Context: an optimization exercise on an open-source flow, tuned for small area, a short achievable clock period and few clock cycles per item. The choices shown serve that exercise and are no tape-out recipe. Only simulation tests tie the RTL to the original design; equivalence was not proved.

==> flow/design.v <==
module aes_sbox_p1 (
    input  wire [7:0] a,
    output wire [3:0] m
);
    wire U0 = a[7], U1 = a[6], U2 = a[5], U3 = a[4], U4 = a[3], U5 = a[2], U6 = a[1], U7 = a[0];
    wire T7, T18, T19, M4, T3, T4, T13, T1, T5, T6, M1, M5, T2, T10, T24, M17, M14, T11, T15, M11, M15, M21, T20, T9, T12, T16, T17, M9, M6, M10, M19, T25, M23, T26, M8, T21, T22, M7, M18, T27, M12, M13, M22, T14, M3, T23, T8, M2, M16, M20, M25, M28, M27, M29, M37, M31, M32, M33, M38, M26, M24, M30, M39, M34, M35, M36, M40;
    assign T7 = U1 ^ U2;
    assign T18 = U3 ^ U7;
    assign T19 = T7 ^ T18;
    assign M4 = T19 & U7;
    assign T3 = U0 ^ U6;
    assign T4 = U3 ^ U5;
    assign T13 = T3 ^ T4;
    assign T1 = U0 ^ U3;
    assign T5 = U4 ^ U6;
    assign T6 = T1 ^ T5;
    assign M1 = T13 & T6;
    assign M5 = M4 ^ M1;
    assign T2 = U0 ^ U5;
    assign T10 = T6 ^ T7;
    assign T24 = T2 ^ T10;
    assign M17 = M5 ^ T24;
    assign M14 = T2 & T10;
    assign T11 = U1 ^ U5;
    assign T15 = T5 ^ T11;
    assign M11 = T1 & T15;
    assign M15 = M14 ^ M11;
    assign M21 = M17 ^ M15;
    assign T20 = T1 ^ T19;
    assign T9 = U7 ^ T7;
    assign T12 = U2 ^ U5;
    assign T16 = T5 ^ T12;
    assign T17 = T9 ^ T16;
    assign M9 = T20 & T17;
    assign M6 = T3 & T16;
    assign M10 = M9 ^ M6;
    assign M19 = M10 ^ M15;
    assign T25 = T20 ^ T17;
    assign M23 = M19 ^ T25;
    assign T26 = T3 ^ T16;
    assign M8 = T26 ^ M6;
    assign T21 = U6 ^ U7;
    assign T22 = T7 ^ T21;
    assign M7 = T22 & T9;
    assign M18 = M8 ^ M7;
    assign T27 = T1 ^ T12;
    assign M12 = T4 & T27;
    assign M13 = M12 ^ M11;
    assign M22 = M18 ^ M13;
    assign T14 = T6 ^ T11;
    assign M3 = T14 ^ M1;
    assign T23 = T2 ^ T22;
    assign T8 = U7 ^ T6;
    assign M2 = T23 & T8;
    assign M16 = M3 ^ M2;
    assign M20 = M16 ^ M13;
    assign M25 = M22 & M20;
    assign M28 = M23 ^ M25;
    assign M27 = M20 ^ M21;
    assign M29 = M28 & M27;
    assign M37 = M21 ^ M29;
    assign M31 = M20 & M23;
    assign M32 = M27 & M31;
    assign M33 = M27 ^ M25;
    assign M38 = M32 ^ M33;
    assign M26 = M21 ^ M25;
    assign M24 = M22 ^ M23;
    assign M30 = M26 & M24;
    assign M39 = M23 ^ M30;
    assign M34 = M21 & M22;
    assign M35 = M24 & M34;
    assign M36 = M24 ^ M25;
    assign M40 = M35 ^ M36;
    assign m = {M37, M38, M39, M40};
endmodule
module aes_sbox_p2 (
    input  wire [7:0] a,
    input  wire [3:0] m,
    output wire [7:0] y
);
    wire U0 = a[7], U1 = a[6], U2 = a[5], U3 = a[4], U4 = a[3], U5 = a[2], U6 = a[1], U7 = a[0];
    wire M37 = m[3], M38 = m[2], M39 = m[1], M40 = m[0];
    wire M42, M41, M45, T4, M62, M43, T5, T12, T16, M49, T1, M61, L5, L6, M44, T3, T13, M55, T7, T9, M50, T2, T21, T22, T23, M56, L1, L15, T11, T15, M52, T27, M53, L9, L24, S0, L0, L16, T6, M46, T8, M47, L3, L7, L26, S1, M63, T10, M54, M58, L4, L19, T18, T19, T20, M60, M48, L2, L11, L14, L28, S2, L21, S3, L20, T17, M51, L12, L22, S4, L10, L25, M57, L17, L29, S5, L13, M59, L8, L27, S6, L18, L23, S7;
    assign M42 = M37 ^ M39;
    assign M41 = M38 ^ M40;
    assign M45 = M42 ^ M41;
    assign T4 = U3 ^ U5;
    assign M62 = M45 & T4;
    assign M43 = M37 ^ M38;
    assign T5 = U4 ^ U6;
    assign T12 = U2 ^ U5;
    assign T16 = T5 ^ T12;
    assign M49 = M43 & T16;
    assign T1 = U0 ^ U3;
    assign M61 = M42 & T1;
    assign L5 = M49 ^ M61;
    assign L6 = M62 ^ L5;
    assign M44 = M39 ^ M40;
    assign T3 = U0 ^ U6;
    assign T13 = T3 ^ T4;
    assign M55 = M44 & T13;
    assign T7 = U1 ^ U2;
    assign T9 = U7 ^ T7;
    assign M50 = M38 & T9;
    assign T2 = U0 ^ U5;
    assign T21 = U6 ^ U7;
    assign T22 = T7 ^ T21;
    assign T23 = T2 ^ T22;
    assign M56 = M40 & T23;
    assign L1 = M50 ^ M56;
    assign L15 = M55 ^ L1;
    assign T11 = U1 ^ U5;
    assign T15 = T5 ^ T11;
    assign M52 = M42 & T15;
    assign T27 = T1 ^ T12;
    assign M53 = M45 & T27;
    assign L9 = M52 ^ M53;
    assign L24 = L15 ^ L9;
    assign S0 = L6 ^ L24;
    assign L0 = M61 ^ M62;
    assign L16 = M56 ^ L0;
    assign T6 = T1 ^ T5;
    assign M46 = M44 & T6;
    assign T8 = U7 ^ T6;
    assign M47 = M40 & T8;
    assign L3 = M47 ^ M55;
    assign L7 = M46 ^ L3;
    assign L26 = L7 ^ L9;
    assign S1 = ~(L16 ^ L26);
    assign M63 = M41 & T2;
    assign T10 = T6 ^ T7;
    assign M54 = M41 & T10;
    assign M58 = M43 & T3;
    assign L4 = M54 ^ M58;
    assign L19 = M63 ^ L4;
    assign T18 = U3 ^ U7;
    assign T19 = T7 ^ T18;
    assign T20 = T1 ^ T19;
    assign M60 = M37 & T20;
    assign M48 = M39 & U7;
    assign L2 = M46 ^ M48;
    assign L11 = M60 ^ L2;
    assign L14 = M52 ^ M61;
    assign L28 = L11 ^ L14;
    assign S2 = ~(L19 ^ L28);
    assign L21 = L1 ^ L7;
    assign S3 = L6 ^ L21;
    assign L20 = L0 ^ L1;
    assign T17 = T9 ^ T16;
    assign M51 = M37 & T17;
    assign L12 = M48 ^ M51;
    assign L22 = L3 ^ L12;
    assign S4 = L20 ^ L22;
    assign L10 = M53 ^ L4;
    assign L25 = L6 ^ L10;
    assign M57 = M39 & T19;
    assign L17 = M57 ^ L1;
    assign L29 = L11 ^ L17;
    assign S5 = L25 ^ L29;
    assign L13 = M50 ^ L0;
    assign M59 = M38 & T22;
    assign L8 = M51 ^ M59;
    assign L27 = L8 ^ L10;
    assign S6 = ~(L13 ^ L27);
    assign L18 = M58 ^ L8;
    assign L23 = L18 ^ L2;
    assign S7 = ~(L6 ^ L23);
    assign y = {S0, S1, S2, S3, S4, S5, S6, S7};
endmodule
module aes_sbox_p1t (
    input  wire [7:0]  a,
    output wire [3:0]  m,
    output wire [7:0]  t
);
    wire U0 = a[7], U1 = a[6], U2 = a[5], U3 = a[4], U4 = a[3], U5 = a[2], U6 = a[1], U7 = a[0];
    wire T7, T18, T19, M4, T3, T4, T13, T1, T5, T6, M1, M5, T2, T10, T24, M17, M14, T11, T15, M11, M15, M21, T20, T9, T12, T16, T17, M9, M6, M10, M19, T25, M23, T26, M8, T21, T22, M7, M18, T27, M12, M13, M22, T14, M3, T23, T8, M2, M16, M20, M25, M28, M27, M29, M37, M31, M32, M33, M38, M26, M24, M30, M39, M34, M35, M36, M40;
    assign T7 = U1 ^ U2;
    assign T18 = U3 ^ U7;
    assign T19 = T7 ^ T18;
    assign M4 = T19 & U7;
    assign T3 = U0 ^ U6;
    assign T4 = U3 ^ U5;
    assign T13 = T3 ^ T4;
    assign T1 = U0 ^ U3;
    assign T5 = U4 ^ U6;
    assign T6 = T1 ^ T5;
    assign M1 = T13 & T6;
    assign M5 = M4 ^ M1;
    assign T2 = U0 ^ U5;
    assign T10 = T6 ^ T7;
    assign T24 = T2 ^ T10;
    assign M17 = M5 ^ T24;
    assign M14 = T2 & T10;
    assign T11 = U1 ^ U5;
    assign T15 = T5 ^ T11;
    assign M11 = T1 & T15;
    assign M15 = M14 ^ M11;
    assign M21 = M17 ^ M15;
    assign T20 = T1 ^ T19;
    assign T9 = U7 ^ T7;
    assign T12 = U2 ^ U5;
    assign T16 = T5 ^ T12;
    assign T17 = T9 ^ T16;
    assign M9 = T20 & T17;
    assign M6 = T3 & T16;
    assign M10 = M9 ^ M6;
    assign M19 = M10 ^ M15;
    assign T25 = T20 ^ T17;
    assign M23 = M19 ^ T25;
    assign T26 = T3 ^ T16;
    assign M8 = T26 ^ M6;
    assign T21 = U6 ^ U7;
    assign T22 = T7 ^ T21;
    assign M7 = T22 & T9;
    assign M18 = M8 ^ M7;
    assign T27 = T1 ^ T12;
    assign M12 = T4 & T27;
    assign M13 = M12 ^ M11;
    assign M22 = M18 ^ M13;
    assign T14 = T6 ^ T11;
    assign M3 = T14 ^ M1;
    assign T23 = T2 ^ T22;
    assign T8 = U7 ^ T6;
    assign M2 = T23 & T8;
    assign M16 = M3 ^ M2;
    assign M20 = M16 ^ M13;
    assign M25 = M22 & M20;
    assign M28 = M23 ^ M25;
    assign M27 = M20 ^ M21;
    assign M29 = M28 & M27;
    assign M37 = M21 ^ M29;
    assign M31 = M20 & M23;
    assign M32 = M27 & M31;
    assign M33 = M27 ^ M25;
    assign M38 = M32 ^ M33;
    assign M26 = M21 ^ M25;
    assign M24 = M22 ^ M23;
    assign M30 = M26 & M24;
    assign M39 = M23 ^ M30;
    assign M34 = M21 & M22;
    assign M35 = M24 & M34;
    assign M36 = M24 ^ M25;
    assign M40 = M35 ^ M36;
    assign m = {M37, M38, M39, M40};
    assign t = {T8, T9, T17, T19, T20, T22, T23, U7};
endmodule
module aes_sbox_p2t (
    input  wire [3:0]  m,
    input  wire [7:0]  t,
    output wire [7:0]  y
);
    wire M37 = m[3], M38 = m[2], M39 = m[1], M40 = m[0];
    wire T8 = t[7], T9 = t[6], T17 = t[5], T19 = t[4], T20 = t[3], T22 = t[2], T23 = t[1], U7 = t[0];
    wire T1 = (T19 ^ T20), T2 = (T22 ^ T23), T3 = (T20 ^ T22), T4 = ((T19 ^ T20) ^ (T22 ^ T23)), T6 = (T8 ^ U7), T10 = (T8 ^ T9), T13 = (T19 ^ T23), T15 = (T17 ^ U7), T16 = (T9 ^ T17), T27 = ((T8 ^ T9) ^ (T17 ^ U7));
    wire M42, M41, M45, M62, M43, M49, M61, L5, L6, M44, M55, M50, M56, L1, L15, M52, M53, L9, L24, S0, L0, L16, M46, M47, L3, L7, L26, S1, M63, M54, M58, L4, L19, M60, M48, L2, L11, L14, L28, S2, L21, S3, L20, M51, L12, L22, S4, L10, L25, M57, L17, L29, S5, L13, M59, L8, L27, S6, L18, L23, S7;
    assign M42 = M37 ^ M39;
    assign M41 = M38 ^ M40;
    assign M45 = M42 ^ M41;
    assign M62 = M45 & T4;
    assign M43 = M37 ^ M38;
    assign M49 = M43 & T16;
    assign M61 = M42 & T1;
    assign L5 = M49 ^ M61;
    assign L6 = M62 ^ L5;
    assign M44 = M39 ^ M40;
    assign M55 = M44 & T13;
    assign M50 = M38 & T9;
    assign M56 = M40 & T23;
    assign L1 = M50 ^ M56;
    assign L15 = M55 ^ L1;
    assign M52 = M42 & T15;
    assign M53 = M45 & T27;
    assign L9 = M52 ^ M53;
    assign L24 = L15 ^ L9;
    assign S0 = L6 ^ L24;
    assign L0 = M61 ^ M62;
    assign L16 = M56 ^ L0;
    assign M46 = M44 & T6;
    assign M47 = M40 & T8;
    assign L3 = M47 ^ M55;
    assign L7 = M46 ^ L3;
    assign L26 = L7 ^ L9;
    assign S1 = ~(L16 ^ L26);
    assign M63 = M41 & T2;
    assign M54 = M41 & T10;
    assign M58 = M43 & T3;
    assign L4 = M54 ^ M58;
    assign L19 = M63 ^ L4;
    assign M60 = M37 & T20;
    assign M48 = M39 & U7;
    assign L2 = M46 ^ M48;
    assign L11 = M60 ^ L2;
    assign L14 = M52 ^ M61;
    assign L28 = L11 ^ L14;
    assign S2 = ~(L19 ^ L28);
    assign L21 = L1 ^ L7;
    assign S3 = L6 ^ L21;
    assign L20 = L0 ^ L1;
    assign M51 = M37 & T17;
    assign L12 = M48 ^ M51;
    assign L22 = L3 ^ L12;
    assign S4 = L20 ^ L22;
    assign L10 = M53 ^ L4;
    assign L25 = L6 ^ L10;
    assign M57 = M39 & T19;
    assign L17 = M57 ^ L1;
    assign L29 = L11 ^ L17;
    assign S5 = L25 ^ L29;
    assign L13 = M50 ^ L0;
    assign M59 = M38 & T22;
    assign L8 = M51 ^ M59;
    assign L27 = L8 ^ L10;
    assign S6 = ~(L13 ^ L27);
    assign L18 = M58 ^ L8;
    assign L23 = L18 ^ L2;
    assign S7 = ~(L6 ^ L23);
    assign y = {S0, S1, S2, S3, S4, S5, S6, S7};
endmodule
module aes_half1 (
    input  wire [127:0] s,
    output wire [191:0] h         
);
    genvar g;
    generate
        for (g = 0; g < 16; g = g + 1) begin : g_sb
            aes_sbox_p1t u_p1 (.a(s[127-8*g -: 8]), .m(h[183-12*g -: 4]), .t(h[191-12*g -: 8]));
        end
    endgenerate
endmodule
module aes_half2 #(
    parameter LAST = 1            
) (
    input  wire [191:0] h,
    input  wire [127:0] rk,
    output wire [127:0] y,
    output wire [127:0] yl
);
    wire [127:0] sb;
    genvar g;
    generate
        for (g = 0; g < 16; g = g + 1) begin : g_sb
            aes_sbox_p2t u_p2 (.m(h[183-12*g -: 4]), .t(h[191-12*g -: 8]), .y(sb[127-8*g -: 8]));
        end
    endgenerate
    wire [127:0] sr;
    generate
        for (g = 0; g < 16; g = g + 1) begin : g_sr
            localparam integer C = g / 4;
            localparam integer R = g % 4;
            localparam integer S = 4 * ((C + R) % 4) + R;
            assign sr[127-8*g -: 8] = sb[127-8*S -: 8];
        end
    endgenerate
    function [7:0] xtime;
        input [7:0] b;
        xtime = {b[6:0], 1'b0} ^ (b[7] ? 8'h1b : 8'h00);
    endfunction
    function [31:0] mixcol;
        input [31:0] c;
        reg [7:0] a0, a1, a2, a3, t;
        begin
            a0 = c[31:24]; a1 = c[23:16]; a2 = c[15:8]; a3 = c[7:0];
            t = a0 ^ a1 ^ a2 ^ a3;
            mixcol[31:24] = a0 ^ t ^ xtime(a0 ^ a1);
            mixcol[23:16] = a1 ^ t ^ xtime(a1 ^ a2);
            mixcol[15:8]  = a2 ^ t ^ xtime(a2 ^ a3);
            mixcol[7:0]   = a3 ^ t ^ xtime(a3 ^ a0);
        end
    endfunction
    wire [127:0] mc = {mixcol(sr[127:96]), mixcol(sr[95:64]), mixcol(sr[63:32]), mixcol(sr[31:0])};
    assign y = mc ^ rk;
    generate
        if (LAST) begin : g_last
            assign yl = sr ^ rk;
        end else begin : g_nolast
            assign yl = 128'd0;
        end
    endgenerate
endmodule
module aes256_core (
    input  wire         clk,
    input  wire         hold,
    input  wire         inj,      
    input  wire         c_rk1,    
    input  wire         c_lwk,    
    input  wire         c_s1,     
    input  wire         c_rot,    
    input  wire         c_s2,     
    input  wire         c_k0,     
    input  wire         c_k1,     
    input  wire         c_toa,    
    input  wire [2:0]   c_rc,     
    input  wire [255:0] key,      
    input  wire [127:0] din,      
    output wire [127:0] res       
);
    reg  [191:0] p_a, p_b;        
    reg  [127:0] a_q, b_q;        
    reg  [127:0] ka, kb;
    reg  [31:0]  lw;
    reg  [47:0]  km;
    wire [191:0] p_a_d, p_b_d;
    wire [127:0] a_out, b_out, a_unused;
    aes_half1             u_a1 (.s(b_q), .h(p_a_d));
    wire [127:0] rk_a = c_rk1 ? key[127:0] : ka;
    aes_half2 #(.LAST(0)) u_a2 (.h(p_a), .rk(rk_a), .y(a_out), .yl(a_unused));
    aes_half1             u_b1 (.s(a_q), .h(p_b_d));
    aes_half2 #(.LAST(1)) u_b2 (.h(p_b), .rk(kb), .y(b_out), .yl(res));
    function [7:0] rcon;
        input [2:0] n;
        case (n)
            3'd0: rcon = 8'h01;
            3'd1: rcon = 8'h02;
            3'd2: rcon = 8'h04;
            3'd3: rcon = 8'h08;
            3'd4: rcon = 8'h10;
            3'd5: rcon = 8'h20;
            default: rcon = 8'h40;
        endcase
    endfunction
    wire [47:0]  km_d;
    wire [31:0]  kx_sub;
    wire [31:0]  lw_k = c_lwk ? key[31:0] : lw;
    wire [31:0]  lw_r = c_rot ? {lw_k[23:0], lw_k[31:24]} : lw_k;
    genvar g;
    generate
        for (g = 0; g < 4; g = g + 1) begin : g_ksb
            aes_sbox_p1t u_k1 (.a(lw_r[31-8*g -: 8]), .m(km_d[39-12*g -: 4]), .t(km_d[47-12*g -: 8]));
            aes_sbox_p2t u_k2 (.m(km[39-12*g -: 4]), .t(km[47-12*g -: 8]), .y(kx_sub[31-8*g -: 8]));
        end
    endgenerate
    wire [31:0]  rc_t = c_toa ? 32'd0 : {rcon(c_rc), 24'd0};
    wire [127:0] kx_old = c_k0 ? key[255:128] : c_k1 ? key[127:0] : (c_toa ? ka : kb);
    wire [31:0]  o0 = kx_old[127:96] ^ rc_t;
    wire [31:0]  o1 = (kx_old[127:96] ^ kx_old[95:64]) ^ rc_t;
    wire [31:0]  o2 = (kx_old[127:96] ^ kx_old[95:64]) ^ (kx_old[63:32] ^ rc_t);
    wire [31:0]  o3 = (kx_old[127:96] ^ kx_old[95:64]) ^ (kx_old[63:32] ^ kx_old[31:0]) ^ rc_t;
    wire [127:0] kx_new = {o0 ^ kx_sub, o1 ^ kx_sub, o2 ^ kx_sub, o3 ^ kx_sub};
    always @(posedge clk) begin
        if (!hold) begin
            p_a <= p_a_d;
            a_q <= a_out;
            p_b <= p_b_d;
            b_q <= inj ? (din ^ key[255:128]) : b_out;
            if (c_s1)
                km <= km_d;
            if (c_s2) begin
                lw <= kx_new[31:0];
                if (c_toa)
                    ka <= kx_new;
                else
                    kb <= kx_new;
            end
        end
    end
endmodule
module ghash_mul (
    input  wire         clk,
    input  wire         rst,
    input  wire         start,
    input  wire         fresh,
    input  wire [127:0] x,
    input  wire [127:0] h,
    output reg  [127:0] acc,
    output reg          busy,
    output wire         busy_n      
);
    localparam [127:0] R = {8'he1, 120'd0};
    localparam integer D = 19;
    function [127:0] mulx;
        input [127:0] v;
        mulx = (v >> 1) ^ (v[0] ? R : 128'd0);
    endfunction
    reg [113:0] xs;         
    reg [2:0]   cnt;
    wire [127:0] op = (fresh ? 128'd0 : acc) ^ x;
    wire [18:0] dig = start ? {op[13:0], 5'd0} : xs[18:0];
    reg [127:0] hk, accx, nxt;
    reg [127:0] t [0:31];
    integer k, n;
    always @(*) begin
        hk = h;
        for (k = 0; k < 32; k = k + 1)
            t[k] = 128'd0;
        for (k = 0; k < D; k = k + 1) begin
            t[k] = dig[18-k] ? hk : 128'd0;
            hk = mulx(hk);
        end
        accx = acc;
        for (k = 0; k < D; k = k + 1)
            accx = mulx(accx);
        t[D] = start ? 128'd0 : busy ? accx : acc;
        for (n = 16; n >= 1; n = n / 2)
            for (k = 0; k < n; k = k + 1)
                t[k] = t[2*k] ^ t[2*k+1];
        nxt = t[0];
    end
    assign busy_n = !rst && (start || (busy && cnt != 3'd6));
    always @(posedge clk) begin
        if (rst) begin
            busy <= 1'b0;
            cnt  <= 3'd0;
        end else if (start) begin
            busy <= 1'b1;
            cnt  <= 3'd1;
        end else if (busy) begin
            cnt <= cnt + 3'd1;
            if (cnt == 3'd6)
                busy <= 1'b0;
        end
        acc <= nxt;
        if (start)
            xs <= op[127:14];
        else
            xs <= xs >> D;
    end
endmodule
module gcm_pipe (
    input  wire         clk,
    input  wire         rst,
    input  wire         start,
    output wire         start_ready,
    input  wire [255:0] key,
    input  wire [9:0]   circuit,
    input  wire [63:0]  frame_count,
    input  wire         epoch,
    input  wire         link_role,
    input  wire [19:0]  len_bytes,
    input  wire         in_valid,
    output wire         in_ready,
    input  wire [127:0] in_data,
    output wire         out_valid,
    input  wire         out_ready,
    output wire [127:0] out_data,
    output wire         out_last
);
    localparam [1:0] J_NONE = 2'd0, J_H = 2'd1, J_CTR = 2'd2, J_J0 = 2'd3;
    reg         sr;                  
    reg         sr_p;                
    reg [255:0] key_r;
    reg [9:0]   circ;
    reg [63:0]  fc;
    reg         lr, ep;
    reg [19:0]  len_r;
    reg         nz_r;                
    reg         go;                  
    wire        accept = start && sr;
    wire [16:0] n_blk  = {1'b0, len_r[19:4]} + {16'd0, (len_r[3:0] != 4'd0)};
    reg         hq;                  
    reg [16:0]  jn;                  
    reg         jnz, j1, j2;         
    reg         jq;                  
    reg [16:0]  jc;                  
    reg [4:0]   ph;                  
    reg         hold;                
    reg         c_rk1, c_lwk, c_s1, c_rot, c_s2, c_k0, c_k1, c_toa;
    reg [2:0]   c_rc;
    reg [1:0]   st0, st1, st2, st3;  
    reg         sv0, sv1, sv2, sv3;  
    reg         sl0, sl1, sl2, sl3;  
    wire [1:0]  job   = hq ? J_H : jnz ? J_CTR : jq ? J_J0 : J_NONE;
    wire        avail = hq || jnz || jq;
    wire        ph_w  = (ph == 5'd27) || (ph == 5'd31);
    wire        inj_w = !hold && ph_w && avail;
    wire        inj_x = !hold && (ph == 5'd0);
    wire        inj_y = !hold && (ph == 5'd1);
    wire        inj_z = !hold && (ph == 5'd2);
    wire        inj   = inj_w || inj_x || inj_y || inj_z;
    wire [127:0] din = (job == J_H) ? 128'd0
                     : {lr, 21'd0, circ, fc, (job == J_CTR) ? {15'd0, jc} : 32'd1};
    wire [127:0] aes_res;
    aes256_core u_aes (
        .clk(clk), .hold(hold), .inj(inj), .c_rk1(c_rk1), .c_lwk(c_lwk), .c_s1(c_s1), .c_rot(c_rot),
        .c_s2(c_s2), .c_k0(c_k0), .c_k1(c_k1), .c_toa(c_toa), .c_rc(c_rc), .key(key_r), .din(din),
        .res(aes_res)
    );
    wire        lnd0 = (ph == 5'd27) && sv0;
    wire        lnd1 = (ph == 5'd0 || ph == 5'd28) && sv1;
    wire        lnd2 = (ph == 5'd1 || ph == 5'd29) && sv2;
    wire        lnd3 = (ph == 5'd2 || ph == 5'd30) && sv3;
    wire        land = !hold && (lnd0 || lnd1 || lnd2 || lnd3);
    wire [1:0]  land_t = lnd0 ? st0 : lnd1 ? st1 : lnd2 ? st2 : st3;
    wire        land_l = lnd0 ? sl0 : lnd1 ? sl1 : lnd2 ? sl2 : sl3;
    reg [127:0] ks0, ks1, ks2;
    reg         kf0, kf1, kf2;       
    reg [1:0]   kt0, kt1, kt2;       
    reg         kl0, kl1, kl2;       
    reg [1:0]   wp, rp;              
    wire         head_f  = (rp == 2'd0) ? kf0 : (rp == 2'd1) ? kf1 : kf2;
    wire [1:0]   head_t  = (rp == 2'd0) ? kt0 : (rp == 2'd1) ? kt1 : kt2;
    wire         head_l  = (rp == 2'd0) ? kl0 : (rp == 2'd1) ? kl1 : kl2;
    wire [127:0] head_ks = (rp == 2'd0) ? ks0 : (rp == 2'd1) ? ks1 : ks2;
    reg [127:0] h_r;
    reg [19:0]  len_g;               
    reg         cur_aad;             
    reg         g_aad;               
    reg         g_cdone;             
    reg         g_l;                 
    reg         g_tag;               
    reg         c_pend;              
    reg         c_last;              
    reg         st_aad, st_c, st_l;  
    wire [127:0] acc;
    wire         g_busy, g_busy_n;
    reg  [127:0] out_r;
    reg          ov, ol, ir;
    reg          ir_p;               
    wire [127:0] aad_blk = {6'd0, circ, fc, 7'd0, ep, 40'd0};
    wire [127:0] len_blk = {64'd88, 41'd0, len_g, 3'd0};
    wire [127:0] g_x = st_aad ? aad_blk : st_c ? out_r : len_blk;
    ghash_mul u_gh (
        .clk(clk), .rst(rst), .start(st_aad || st_c || st_l), .fresh(st_aad),
        .x(g_x), .h(h_r), .acc(acc), .busy(g_busy), .busy_n(g_busy_n)
    );
    wire         take_in = ir && in_valid;
    wire         tag_ld  = head_f && (head_t == J_J0) && g_tag && !g_busy && !ov;
    wire         h_ld    = head_f && (head_t == J_H);
    wire         pop     = take_in || tag_ld || h_ld;
    wire [3:0]   tail      = len_g[3:0];
    wire [127:0] keep_mask = (head_l && tail != 4'd0) ? ~({128{1'b1}} >> {tail, 3'd0})
                                                     : {128{1'b1}};
    wire        hq_n  = accept || (hq && !(inj && job == J_H));
    wire [16:0] jn_n  = go ? n_blk : (inj && job == J_CTR) ? jn - 17'd1 : jn;
    wire        jq_n  = accept || (jq && !(inj && job == J_J0));
    wire [4:0]  ph_n  = hold ? ph
                      : (ph == 5'd27) ? (avail ? 5'd0 : 5'd28)
                      : (ph == 5'd31) ? (avail ? 5'd0 : 5'd31)
                      : ph + 5'd1;
    wire        has_job = (job != J_NONE);
    wire        sv0_n = (inj_w && has_job) || (sv0 && !(land && lnd0));
    wire        sv1_n = (inj_x && has_job) || (sv1 && !(land && lnd1));
    wire        sv2_n = (inj_y && has_job) || (sv2 && !(land && lnd2));
    wire        sv3_n = (inj_z && has_job) || (sv3 && !(land && lnd3));
    function [1:0] inc3;
        input [1:0] p;
        inc3 = (p == 2'd2) ? 2'd0 : p + 2'd1;
    endfunction
    wire        pop0 = pop && (rp == 2'd0), pop1 = pop && (rp == 2'd1), pop2 = pop && (rp == 2'd2);
    wire        put0 = land && (wp == 2'd0), put1 = land && (wp == 2'd1), put2 = land && (wp == 2'd2);
    wire        kf0_n = put0 || (kf0 && !pop0);
    wire        kf1_n = put1 || (kf1 && !pop1);
    wire        kf2_n = put2 || (kf2 && !pop2);
    wire [1:0]  kt0_n = put0 ? land_t : kt0;
    wire [1:0]  kt1_n = put1 ? land_t : kt1;
    wire [1:0]  kt2_n = put2 ? land_t : kt2;
    wire [1:0]  wp_n  = land ? inc3(wp) : wp;
    wire [1:0]  rp_n  = pop ? inc3(rp) : rp;
    wire        lnd_n = ((ph_n == 5'd27) && sv0_n) ||
                        ((ph_n == 5'd0 || ph_n == 5'd28) && sv1_n) ||
                        ((ph_n == 5'd1 || ph_n == 5'd29) && sv2_n) ||
                        ((ph_n == 5'd2 || ph_n == 5'd30) && sv3_n);
    wire        wfull_n = (wp_n == 2'd0) ? kf0_n : (wp_n == 2'd1) ? kf1_n : kf2_n;
    wire        hold_n  = lnd_n && wfull_n;
    wire        g_aad_n = h_ld || (g_aad && !st_aad);
    wire        g_cd_n  = h_ld ? nz_r : (g_cdone || (st_c && c_last));
    wire        g_l_n   = h_ld || (g_l && !st_l);
    wire        jobs_done = !hq && !jnz && !jq;
    wire        cp_n    = take_in || (c_pend && !st_c);
    wire        ov_n    = take_in || tag_ld || (ov && !out_ready);
    wire        hf_n    = (rp_n == 2'd0) ? kf0_n : (rp_n == 2'd1) ? kf1_n : kf2_n;
    wire [1:0]  ht_n    = (rp_n == 2'd0) ? kt0_n : (rp_n == 2'd1) ? kt1_n : kt2_n;
    wire        ir_n    = hf_n && (ht_n == J_CTR) && !ov_n && !cp_n;
    assign start_ready = sr_p;
    assign in_ready    = ir_p;
    assign out_valid   = ov;
    assign out_last    = ol;
    assign out_data    = out_r;
    always @(posedge clk) begin
        if (sr) begin
            key_r <= key;
            circ  <= circuit;
            fc    <= frame_count;
            lr    <= link_role;
            ep    <= epoch;
            len_r <= len_bytes;
        end
        if (accept) begin
            jc    <= 17'd2;
        end else if (inj && job == J_CTR) begin
            jc    <= jc + 17'd1;
        end
        if (inj_w) begin st0 <= job; sl0 <= j1; end
        if (inj_x) begin st1 <= job; sl1 <= j1; end
        if (inj_y) begin st2 <= job; sl2 <= j1; end
        if (inj_z) begin st3 <= job; sl3 <= j1; end
        if (put0) begin ks0 <= aes_res; kl0 <= land_l; end
        if (put1) begin ks1 <= aes_res; kl1 <= land_l; end
        if (put2) begin ks2 <= aes_res; kl2 <= land_l; end
        kt0 <= kt0_n;
        kt1 <= kt1_n;
        kt2 <= kt2_n;
        if (h_ld) begin
            h_r   <= head_ks;
            len_g <= len_r;
        end
        if (go)
            nz_r <= (n_blk == 17'd0);
        out_r <= ({128{ir}} & ((in_data ^ head_ks) & keep_mask))
               | ({128{!ir && tag_ld}} & (acc ^ head_ks))
               | ({128{!ir && !tag_ld}} & out_r);
        ol    <= tag_ld || (ol && !take_in);
        if (take_in)
            c_last <= head_l;
        jn  <= jn_n;
        if (go) begin
            jnz <= (n_blk != 17'd0);
            j1  <= (n_blk == 17'd1);
            j2  <= (n_blk == 17'd2);
        end else if (inj && job == J_CTR) begin
            jnz <= !j1;
            j1  <= j2;
            j2  <= (jn == 17'd3);
        end
        if (rst) begin
            sr       <= 1'b1;
            go       <= 1'b0;
            sr_p     <= 1'b1;
            hq       <= 1'b0;
            jq       <= 1'b0;
            jn       <= 17'd0;
            jnz      <= 1'b0;
            ph       <= 5'd31;
            hold     <= 1'b0;
            c_rk1    <= 1'b0;
            c_lwk    <= 1'b0;
            c_k1     <= 1'b0;
            c_s1     <= 1'b0;
            c_rot    <= 1'b0;
            c_s2     <= 1'b0;
            c_k0     <= 1'b0;
            c_toa    <= 1'b0;
            c_rc     <= 3'd0;
            sv0      <= 1'b0;
            sv1      <= 1'b0;
            sv2      <= 1'b0;
            sv3      <= 1'b0;
            kf0      <= 1'b0;
            kf1      <= 1'b0;
            kf2      <= 1'b0;
            wp       <= 2'd0;
            rp       <= 2'd0;
            cur_aad  <= 1'b0;
            g_aad    <= 1'b0;
            g_cdone  <= 1'b0;
            g_l      <= 1'b0;
            g_tag    <= 1'b0;
            c_pend   <= 1'b0;
            st_aad   <= 1'b0;
            st_c     <= 1'b0;
            st_l     <= 1'b0;
            ov       <= 1'b0;
            ir       <= 1'b0;
            ir_p     <= 1'b0;
        end else begin
            sr   <= !accept && (sr || (jobs_done && cur_aad && ph >= 5'd5 && !hold));
            sr_p <= !(start && sr_p) && (sr_p || (jobs_done && cur_aad && ph >= 5'd5 && !hold));
            go <= accept;
            hq <= hq_n;
            jq <= jq_n;
            ph       <= ph_n;
            hold     <= hold_n;
            c_rk1    <= (ph_n >= 5'd1) && (ph_n <= 5'd4);
            c_lwk    <= (ph_n == 5'd1);
            c_k1     <= (ph_n == 5'd4);
            c_s1     <= ph_n[0] && (ph_n <= 5'd25);
            c_rot    <= (ph_n[1:0] == 2'd1);
            c_s2     <= !ph_n[0] && (ph_n >= 5'd2) && (ph_n <= 5'd26);
            c_k0     <= (ph_n == 5'd2);
            c_toa    <= (ph_n[1:0] == 2'd0);
            c_rc     <= ph_n[4:2];
            sv0      <= sv0_n;
            sv1      <= sv1_n;
            sv2      <= sv2_n;
            sv3      <= sv3_n;
            kf0 <= kf0_n;
            kf1 <= kf1_n;
            kf2 <= kf2_n;
            wp  <= wp_n;
            rp  <= rp_n;
            cur_aad <= !accept && (cur_aad || st_aad);
            g_aad   <= g_aad_n;
            g_cdone <= g_cd_n;
            g_l     <= g_l_n;
            g_tag   <= st_l || (g_tag && !tag_ld);
            c_pend  <= cp_n;
            st_aad  <= !g_busy_n && g_aad_n;
            st_c    <= !g_busy_n && !g_aad_n && cp_n;
            st_l    <= !g_busy_n && !g_aad_n && !cp_n && g_cd_n && g_l_n;
            ov      <= ov_n;
            ir      <= ir_n;
            ir_p    <= ir_n && (hf_n || ir_p);    
        end
    end
endmodule
==> flow/flow/run.sh <==
#!/bin/bash
# Own layout flow: the standard flow (standard.sh), with these changes:
#  - Yosys's final technology mapping (its abc call) uses flow/abc.script, an
#    area-oriented ABC script, in place of ORFS's, and no 3-input XOR cells. That step does not touch
#    the registers, so they are the standard synthesis's, with the same names.
#  - up to 10 rounds of antenna repair after detailed routing (not 5);
#  - timing repair aims at a setup slack of 6.6 ns rather than 5 ns
#    (SETUP_SLACK_MARGIN), so the layout is pushed below a 5 ns period.
# Logs: synth.log (synthesis), layout.log (floorplan to final layout); ORFS's
# own logs are in orfs/logs.
set -euo pipefail
W=$(pwd)
cat > "$W/own_synth.tcl" <<EOF
proc abc {args} {
  set i [lsearch -exact \$args -script]
  if {\$i >= 0} {
    set args [lreplace \$args [expr {\$i + 1}] [expr {\$i + 1}] $W/flow/abc.script]
  }
  lappend args -dont_use sky130_fd_sc_hd__xor3_1 -dont_use sky130_fd_sc_hd__xor3_2 -dont_use sky130_fd_sc_hd__xor3_4
  lappend args -dont_use sky130_fd_sc_hd__xnor3_1 -dont_use sky130_fd_sc_hd__xnor3_2 -dont_use sky130_fd_sc_hd__xnor3_4
  puts "own flow: abc \$args"
  yosys abc {*}\$args
}
source $W/synth_recipe.tcl
EOF
sed "s#$W/synth_recipe.tcl#$W/own_synth.tcl#g; s/SETUP_SLACK_MARGIN=5 /SETUP_SLACK_MARGIN=6.6 MAX_REPAIR_ANTENNAS_ITER_DRT=10 /" standard.sh > own_standard.sh
grep -q own_synth.tcl own_standard.sh
grep -q "SETUP_SLACK_MARGIN=6.6 " own_standard.sh
bash own_standard.sh synth > synth.log 2>&1
grep -q "own flow: abc -script $W/flow/abc.script" orfs/logs/*/gcm_pipe/base/1_2_yosys.log
bash own_standard.sh > layout.log 2>&1
==> flow/flow/abc.script <==
&get -n
&st
&dch
&nf
&put
buffer -c
topo
stime -c
upsize -c
dnsize -c
==> flow/standard.sh <==
#!/bin/bash
# synth_recipe.tcl (not shown) runs the flow's synth.tcl, then flattens the netlist and writes it again
# the make line also repeats each setting of config.mk as NAME=value (left out here)
make -C /OpenROAD-flow-scripts/flow DESIGN_CONFIG=/design/flow/config.mk WORK_HOME=/design/flow/orfs CLKGATE_MAP_FILE= SYNTH_SCRIPT=/design/flow/synth_recipe.tcl "${@:-finish}"
==> flow/config.mk <==
export PLATFORM = sky130hd
export DESIGN_NAME = gcm_pipe
export DESIGN_NICKNAME = gcm_pipe
export VERILOG_FILES = /design/flow/design.v
export SDC_FILE = /design/flow/constraint.sdc
export NUM_CORES = 8
export LEC_CHECK = 0
export ABC_AREA = 1
export CAP_MARGIN = 30
export CORE_MARGIN = 2
export CORE_UTILIZATION = 40
export PLACE_DENSITY = 0.5
export SETUP_SLACK_MARGIN = 5
export SLEW_MARGIN = 30
==> flow/constraint.sdc <==
create_clock -name core_clock -period 10.0 [get_ports {clk}]
set_input_delay 2.0000 -clock core_clock [delete_from_list [all_inputs] [get_ports {clk}]]
set_output_delay 2.0000 -clock core_clock [all_outputs]
set_load 0.01 [all_outputs]
==> summary.md <==
| Metric | Value |
|---|---|
| Final layout net count | 19300 |
| Drc violations | 0 |
| Total length of routed wires | 748000 um |
| RSZ-0062 raised after global routing | yes |
| Antenna Nets Post-Route | 0 |
| Number of synthesized register bits | 2340 |
| Clock Skews | 52.0 ps |
| Outcome | finished clean |
| Reg area | about 66000 um^2 |
| Area overhead of the layout relative to synthesis | 22.5% |
| Number of hold violations in the final report | 0 |
| Maximum clock frequency | 286 MHz |
| Final setup vio count | 0 |
| Kind of capture point of the worst setup path | register |
| Starting Density | 40.2% |
| Synthesized netlist cell count | 17800 |
| Startpoint class of the critical path | register |
| Final-report max-slew violation count | 0 |
| Placed Instance Area | ~180000 um^2 |
| Share of the clock period used by the worst path after layout | between 30% and 40% |
| Area used by multi-input combinational logic | 110000 um^2 |
| Pre-Repair DR Iteration Count | 6 |
| Number of buffers created by CTS | 293 |
| Iteration-0 DRC Markers | around 15000 |
| Required time worst endpoint | around 11000 ps |
| Clock tree from TritonCTS | yes |
| Global-route wire length before repair | between 1000000 and 1500000 um |
| RePlAce Congestion | 0.952 |
| Max H-tree Level | 5 |
| Mean cell area of the mapped netlist | 9.61 um^2 |
| Data arrival at the endpoint of the critical path | roughly 4200 ps |
| Number of cell instances on the worst register-to-register path | 13 |
| Die width | 657 um |
| Most used DFF post-synth | sky130_fd_sc_hd__edfxtp_1 |
| Total Negative Setup Slacks | 0 ps |
| Root Buffer Master | sky130_fd_sc_hd__clkbuf_16 |
| Max-slew headroom | 22.5% |
| Vias in the first global route | 124000 |
| Later-pin clock latency in the skew report | 970 ps |
| Routed length per placed instance | 30.3 um |
| Ports | 617 |
| Clock period minus final worst setup slack | between 3000 and 4000 ps |
| Critical-path maximum fanout | 8 |
| Slew at the pin closest to its max-slew limit | 1160 ps |
| Core region area | 424000 um^2 |
| Clock Tree Buf Depth | 4 |
| Hold path depth | 2 |
| Detailed-placement wirelength estimate | 547000 um |
| Antenna violations before repair | 66 |
| Synth Net Count | 18300 |
| Port Buf Inserts | 616 |
| Synth warnings | 6 |
| Quantity of hold-fixing buffers added after cts | 0 |
| Worst min-delay path class | reg2reg |
| Total GRT Usage | 33.3% |
| Maximum capacitance violations | 0 |
| Non-Filler Cell Area, Final | 209000 um^2 |
| Count of fill cells added during filler insertion | 39400 |
| Clock net sink count | about 2300 |
| Netlist area before placement | ~170000 um^2 |
| Die Footprint | roughly 430000 um^2 |
| Distinct cells, synth | a little under 80 |
| Number of synthesized flops with an enable pin | 1879 |
| Row count | 239 |
| Proportion of synthesized chip area in sequential cells | around two fifths |
| Overall die height | 657 um |
| Fraction of layout instances using a drive strength above 1 | 14.7% |
| Total number of vias | 132000 |
| Vias per Instance | 5.35 |
| Slack of the worst reg-to-reg path | 6500 ps |
| Pin count of the biggest net entering global routing | 179 |
| Setup Crit Path Kind | reg2reg |
| Clock-pin transition on the worst setup and hold timing paths | roughly 70 ps |
| Total gr overflow | 0 |
| Share of flip-flops with an asynchronous set or reset | 0% |
flip-flops by register name, summed over array words and instances, names as in the netlist, 128 cells and up:
signal     flops
ks1          128
out_r        128
h_r          128
u_aes.a_q    128
ks2          128
u_aes.p_b    192
u_aes.kb     128
ks0          128
u_aes.b_q    128
key_r        256
u_gh.acc     128
u_aes.p_a    192
u_aes.ka     128
per-stage QoR:
stage	utilization (%)	std cells	worst slack, ps	hold slack (ps)
finish	49.3	24700	6500	429
CTS	47.7	24300	6400	426
global route	49.3	24600	6390	447
global placement	43.1	23400	5080	406
detailed placement	43.3	23400	5040	415
floorplan	-	17800	5900	392
final cells by class:
class	instances	share of cell area, %
Multi-Input combinational cell	14500	52.7
Sequential cell	2340	31.6
Timing Repair Buffer	1531	7.33
Clock buffer	374	3.75
Tap cell	5663	3.39
Clock inverter	160	1.04
Inverter	91	0.180
Antenna cell	51	0.0610
Timing Repair inverter	4	0.0114
worst max-delay path, cell delays in order (launching register included):
cell	delay, ps
sky130_fd_sc_hd__dfxtp_4	430
sky130_fd_sc_hd__buf_12	170
sky130_fd_sc_hd__mux2_4	350
sky130_fd_sc_hd__mux2i_4	370
sky130_fd_sc_hd__xor2_4	270
sky130_fd_sc_hd__buf_6	150
sky130_fd_sc_hd__xor2_4	160
sky130_fd_sc_hd__xnor2_1	140
sky130_fd_sc_hd__ha_1	280
sky130_fd_sc_hd__xnor2_2	160
sky130_fd_sc_hd__xnor2_2	220
sky130_fd_sc_hd__xor2_1	240
sky130_fd_sc_hd__o21ai_1	100
sky130_fd_sc_hd__xor2_1	150
logic make-up (layout without fill, tap and decap cells):
group,after synthesis,in the layout,synth area share [%]
XOR/XNOR,7571,7571,39.5
AND/OR/NAND/NOR,4876,4887,11.3
flip-flops,2340,2340,38.4
AO/OA/AOI/OAI,1389,1408,4.81
buffers and inverters,997,2160,2.23
multiplexers,507,507,3.10
adder cells (fa/ha/maj),84,84,0.615
other,0,51,0
cells in the final DEF, fill, tap and decap left out, types with 152 or more instances in the layout:
cell type and n:
sky130_fd_sc_hd__nand2b_1 152, sky130_fd_sc_hd__a22oi_1 256, sky130_fd_sc_hd__o21ai_0 464, sky130_fd_sc_hd__xnor2_1 4859, sky130_fd_sc_hd__clkbuf_16 302, sky130_fd_sc_hd__dfxtp_1 305, sky130_fd_sc_hd__xor2_1 1864, sky130_fd_sc_hd__xnor2_2 546
sky130_fd_sc_hd__buf_6 174, sky130_fd_sc_hd__a21oi_1 432, sky130_fd_sc_hd__nand2_1 3392, sky130_fd_sc_hd__edfxtp_1 1879, sky130_fd_sc_hd__clkdlybuf4s50_1 483, sky130_fd_sc_hd__nor2_1 1012, sky130_fd_sc_hd__buf_4 716, sky130_fd_sc_hd__mux2i_1 426
final timing paths:
path                                                to                start
worst min-delay path               u_gh.xs[11]$_DFF_P_  u_gh.xs[30]$_DFF_P_
worst max-delay path            u_aes.km[24]$_DFFE_PP_     c_lwk$_SDFF_PP0_
worst max register to register  u_aes.km[24]$_DFFE_PP_     c_lwk$_SDFF_PP0_
worst min register to register     u_gh.xs[11]$_DFF_P_  u_gh.xs[30]$_DFF_P_
repair_timing:
action,in CTS,in global routing
endpoints found under the hold margin,0,0
setup buffers,310,305
resized for setup,1599,522
gates cloned,43,4
pin swaps,134,236
setup endpoints to repair,1537,1052
cell usage after synthesis (9+ instances only):
master | count | area, um^2
sky130_fd_sc_hd__nor3_1 | 34 | 170
sky130_fd_sc_hd__a211oi_1 | 10 | 75.1
sky130_fd_sc_hd__and2_1 | 43 | 269
sky130_fd_sc_hd__nand2_1 | 3402 | 12800
sky130_fd_sc_hd__xnor2_2 | 83 | 1350
sky130_fd_sc_hd__mux2i_1 | 446 | 4460
sky130_fd_sc_hd__and3_1 | 17 | 106
sky130_fd_sc_hd__buf_2 | 42 | 210
sky130_fd_sc_hd__mux2i_2 | 12 | 165
sky130_fd_sc_hd__or2_2 | 16 | 100
sky130_fd_sc_hd__a21oi_1 | 450 | 2250
sky130_fd_sc_hd__a31oi_1 | 22 | 138
sky130_fd_sc_hd__buf_1 | 158 | 593
sky130_fd_sc_hd__o21ai_0 | 483 | 2420
sky130_fd_sc_hd__a221o_1 | 12 | 120
sky130_fd_sc_hd__o21a_1 | 10 | 75.1
sky130_fd_sc_hd__xor2_1 | 2006 | 17600
sky130_fd_sc_hd__xnor2_1 | 5440 | 47600
sky130_fd_sc_hd__a21o_1 | 16 | 120
sky130_fd_sc_hd__edfxtp_1 | 1879 | 56400
sky130_fd_sc_hd__a32oi_1 | 59 | 517
sky130_fd_sc_hd__nand2b_1 | 154 | 963
sky130_fd_sc_hd__nor4_1 | 10 | 62.6
sky130_fd_sc_hd__nor2b_1 | 63 | 394
sky130_fd_sc_hd__nand4_1 | 9 | 56.3
sky130_fd_sc_hd__nand3_1 | 45 | 225
sky130_fd_sc_hd__mux2_2 | 37 | 417
sky130_fd_sc_hd__inv_1 | 91 | 342
sky130_fd_sc_hd__nor2_1 | 1044 | 3920
sky130_fd_sc_hd__xor2_2 | 31 | 504
sky130_fd_sc_hd__ha_1 | 84 | 1050
sky130_fd_sc_hd__a22oi_1 | 257 | 1930
sky130_fd_sc_hd__clkbuf_1 | 703 | 2640
sky130_fd_sc_hd__a32o_1 | 11 | 110
sky130_fd_sc_hd__dfxtp_1 | 461 | 9230
layer usage:
| layer | up-vias | wire, um | global-route usage (%) |
|---|---|---|---|
| met2 | 5855 | 335000 | 52.7 |
| met3 | 1491 | 58800 | 5.31 |
| met4 | 30 | 55500 | 19.7 |
| li1 | 59400 | - | - |
| met1 | 65300 | 298000 | 43.0 |
| met5 | - | 183 | 0 |
Testbench counts, summed over its fixed seeds: cycles 73,543, blocks 10,308.

[what the ideal ports hide]
In the flow no input, the clock included, has a driving cell. The finished layout below was timed again as built, in two steps.
Step 1 sets driving cells, clkbuf_16 on the clock port and buf_2 on the other inputs (assumed; they add their load-dependent delay and slew).
Step 2 times the ports against the registers' clock, not the clock port: input delays grow and output delays shrink by t, the midpoint of the rising clock arrivals with the driver on.
a / b / c = no drivers / after step 1 / after step 2; a / b = the first two.
shift t [ns]: 1.063
setup slack, ns: 6.504 / 6.392 / 5.814
pins driven straight from the clock port: 1
After both steps setup and hold are still met in this run. The setup slack of this run moves by -0.112 ns with the drivers and by -0.690 ns with both steps.
